From an optimization exercise on the open Yosys and OpenROAD flow, aimed at small area, a short achievable clock period and few clock cycles per item; shortcuts taken in it are not production practice. In this exercise RTL edits were held to simulation tests only and were not proved equivalent to the original. No activity file was given, so power comes from the tool's default toggle rates.

==> flow/design.v (excerpt) <==
module filet_dec (
    input  wire        clk,
    input  wire        rst,           
    input  wire        in_valid,
    output wire        in_ready,
    input  wire [31:0] in_data,
    input  wire        in_last,       
    input  wire [1:0]  cfg_depth,     
    input  wire [12:0] cfg_len0,      
    input  wire [12:0] cfg_len1,      
    input  wire [12:0] cfg_len2,      
    output reg         out_valid,
    input  wire        out_ready,
    output reg  [19:0] out_data,
    output reg         out_eos,       
    output reg         out_eol,       
    output reg         out_err        
);
Size in the first run: ~290 flip-flops, roughly 100 I/O pins.
clock: 24.0 ns
lec_check: 0
abc_area: 1
cap_margin: 20
core_margin: 2
core_utilization: 40
slew_margin: 20
run.sh (not shown) runs the stock make flow with config.mk's settings and CLKGATE_MAP_FILE= SYNTH_SCRIPT=/design/flow/synth_recipe.tcl, a recipe that flattens the netlist after the stock synthesis.
The baseline finished with timing, DRC and antenna clean.
Testbench counts at the start, summed over its fixed seeds: cycles 113,410, samples 109,175.
Change:
==> flow/flow/run.sh (new file) <==
#!/bin/bash
# The standard layout, with the timing repair steps asked to leave a
# larger setup margin than the flow settings allow, so they work on the
# critical paths. The SDC, clock period and everything else are unchanged.
set -euo pipefail
bash standard.sh SETUP_SLACK_MARGIN=17 finish > standard_make.log 2>&1
==> flow/standard.sh (new file) <==
#!/bin/bash
# synth_recipe.tcl (not shown) runs the flow's synth.tcl, then flattens the netlist and writes it again
# the make line also repeats each setting of config.mk as NAME=value (left out here)
make -C /OpenROAD-flow-scripts/flow DESIGN_CONFIG=/design/flow/config.mk WORK_HOME=/design/flow/orfs CLKGATE_MAP_FILE= SYNTH_SCRIPT=/design/flow/synth_recipe.tcl "${@:-finish}"
removed: flow/run.sh
After rerunning:
- final area is higher by a few percent
- total power is higher by a few percent
- flip-flop and latch count does not change
- setup slack is better by 2800 ps
- synthesized cell count is unchanged
- worst hold slack barely changes


filet_dec, a different RTL version from the one above (not shown whole).
For scale: roughly 260 flip-flops, about 100 I/O pins, roughly 0.021 sq mm of cells after synthesis.
Settings: LEC_CHECK=0, ABC_AREA=1, CAP_MARGIN=20, CORE_MARGIN=2, CORE_UTILIZATION=40, SLEW_MARGIN=20; clock period 24.0 ns.
standard.sh (not shown) runs the stock make flow with config.mk's settings and CLKGATE_MAP_FILE= SYNTH_SCRIPT=/design/flow/synth_recipe.tcl, a recipe that flattens the netlist after the stock synthesis.
==> flow/flow/run.sh <==
#!/bin/bash
# The standard layout, with two changes to how it is made (the SDC,
# clock period and constraints are unchanged):
#  - the timing repair steps are asked to leave a larger setup margin than
#    the flow settings allow, so they work on the critical paths, and only
#    on the worst endpoint's (TNS_END_PERCENT 0);
#  - every input and output port still gets a buffer, but a plain buf_2
#    rather than the delay buffer the port buffering step picks by itself.
set -euo pipefail
bash standard.sh SETUP_SLACK_MARGIN=18 TNS_END_PERCENT=0 \
    "BUFFER_PORTS_ARGS=-buffer_cell sky130_fd_sc_hd__buf_2" finish > standard_make.log 2>&1
Testbench counts at the start, summed over its fixed seeds: cycles 113,654, samples 109,175.
Change:
==> flow/run.sh (new file) <==
#!/bin/bash
# synth_recipe.tcl (not shown) runs the flow's synth.tcl, then flattens the netlist and writes it again
# the make line also repeats each setting of config.mk as NAME=value (left out here)
make -C /OpenROAD-flow-scripts/flow DESIGN_CONFIG=/design/flow/config.mk WORK_HOME=/design/flow/orfs CLKGATE_MAP_FILE= SYNTH_SCRIPT=/design/flow/synth_recipe.tcl finish
SETUP_SLACK_MARGIN = 5   (was not set)
removed: flow/flow/run.sh
removed: flow/standard.sh
=>
- The changed run completed with no timing, DRC or antenna violations
- worst setup slack loses 2.5 ns
- area after synthesis stays the same
- clock power falls by about 2%
- routed wire length decreases by 11%
- maximum frequency drops by 29%
- total power drops by 6.8%
- die area is unchanged
- first-iteration DRC count went down by 6.5%


filet_dec, a different RTL version from the one above (not shown whole).
For scale: about 2800 cells after synthesis, about 260 flip-flops, about 100 I/O pins, ~21000 µm² of cells after synthesis.
==> flow/config.mk <==
export PLATFORM = sky130hd
export DESIGN_NAME = filet_dec
export DESIGN_NICKNAME = filet_dec
export VERILOG_FILES = /design/flow/design.v
export SDC_FILE = /design/flow/constraint.sdc
export NUM_CORES = 4
export LEC_CHECK = 0
export ABC_AREA = 1
export CAP_MARGIN = 20
export CORE_MARGIN = 2
export CORE_UTILIZATION = 40
export SLEW_MARGIN = 20
==> flow/constraint.sdc <==
create_clock -name core_clock -period 24.0 [get_ports {clk}]
set_input_delay 4.8000 -clock core_clock [delete_from_list [all_inputs] [get_ports {clk}]]
set_output_delay 4.8000 -clock core_clock [all_outputs]
set_load 0.01 [all_outputs]
==> flow/flow/run.sh <==
#!/bin/bash
# The standard layout, with two changes to how it is made (the SDC,
# clock period and constraints are unchanged):
#  - the timing repair steps are asked to leave a larger setup margin than
#    the flow settings allow, so they work on the critical paths, and only
#    on the worst endpoint's (TNS_END_PERCENT 0);
#  - every input and output port still gets a buffer, but a plain buf_2
#    rather than the delay buffer the port buffering step picks by itself.
set -euo pipefail
bash standard.sh SETUP_SLACK_MARGIN=18 TNS_END_PERCENT=0 \
    "BUFFER_PORTS_ARGS=-buffer_cell sky130_fd_sc_hd__buf_2" finish > standard_make.log 2>&1
Testbench counts at the start, summed over its fixed seeds: cycles 113,654, samples 109,175.
==> next run, changes <==
==> flow/flow/run.sh (replaced) <==
#!/bin/bash
# The standard layout, with the timing repair steps asked to leave a
# larger setup margin than the flow settings allow, so they work on the
# critical paths. The SDC, clock period and everything else are unchanged.
set -euo pipefail
bash standard.sh SETUP_SLACK_MARGIN=18 TNS_END_PERCENT=0 finish > standard_make.log 2>&1
Effect:
- global-route usage rises by 1.9 points
- routed wire length goes up by 2.5%
- clock-buffer cell count stays the same
- worst hold slack barely changes

-- afterwards: timing with drivers on the ports --
Ports are ideal in the flow. The routed layouts listed here were re-timed in OpenROAD.
Step 1, drivers: a clkbuf_16 drives clk and a buf_2 each remaining input, both assumed.
Step 2 times the ports against the registers' clock, not the clock port: input delays grow and output delays shrink by t, the midpoint of the rising clock arrivals with the driver on.
a / b / c = ideal / step 1 / step 2; a / b = the first two.
run	t (ns)	setup slack, ns	worst hold slack (ns)	slew at the worst register clock pin (ns)	pins driven straight from the clock port
the first run of note 1	0.617	14.599 / 14.599 / 14.599	0.418 / 0.418 / 0.418	0.06 / 0.06	1
the second run of note 1	0.616	17.426 / 17.426 / 17.215	0.416 / 0.416 / 0.416	0.07 / 0.07	1
the first run of note 2	0.649	17.968 / 17.911 / 17.348	0.418 / 0.418 / 0.418	0.07 / 0.07	1
the second run of note 2	0.641	15.482 / 15.482 / 15.482	0.417 / 0.417 / 0.417	0.06 / 0.06	1
the first run of note 3	0.647	17.933 / 17.918 / 17.323	0.423 / 0.423 / 0.423	0.06 / 0.06	1
the second run of note 3	0.635	17.880 / 17.823 / 17.320	0.423 / 0.423 / 0.423	0.07 / 0.07	1
After both steps setup and hold are still met in every run listed. For the first run of note 2, which loses most, drivers alone change the setup slack by -0.057 ns; drivers and shift together by -0.620 ns.
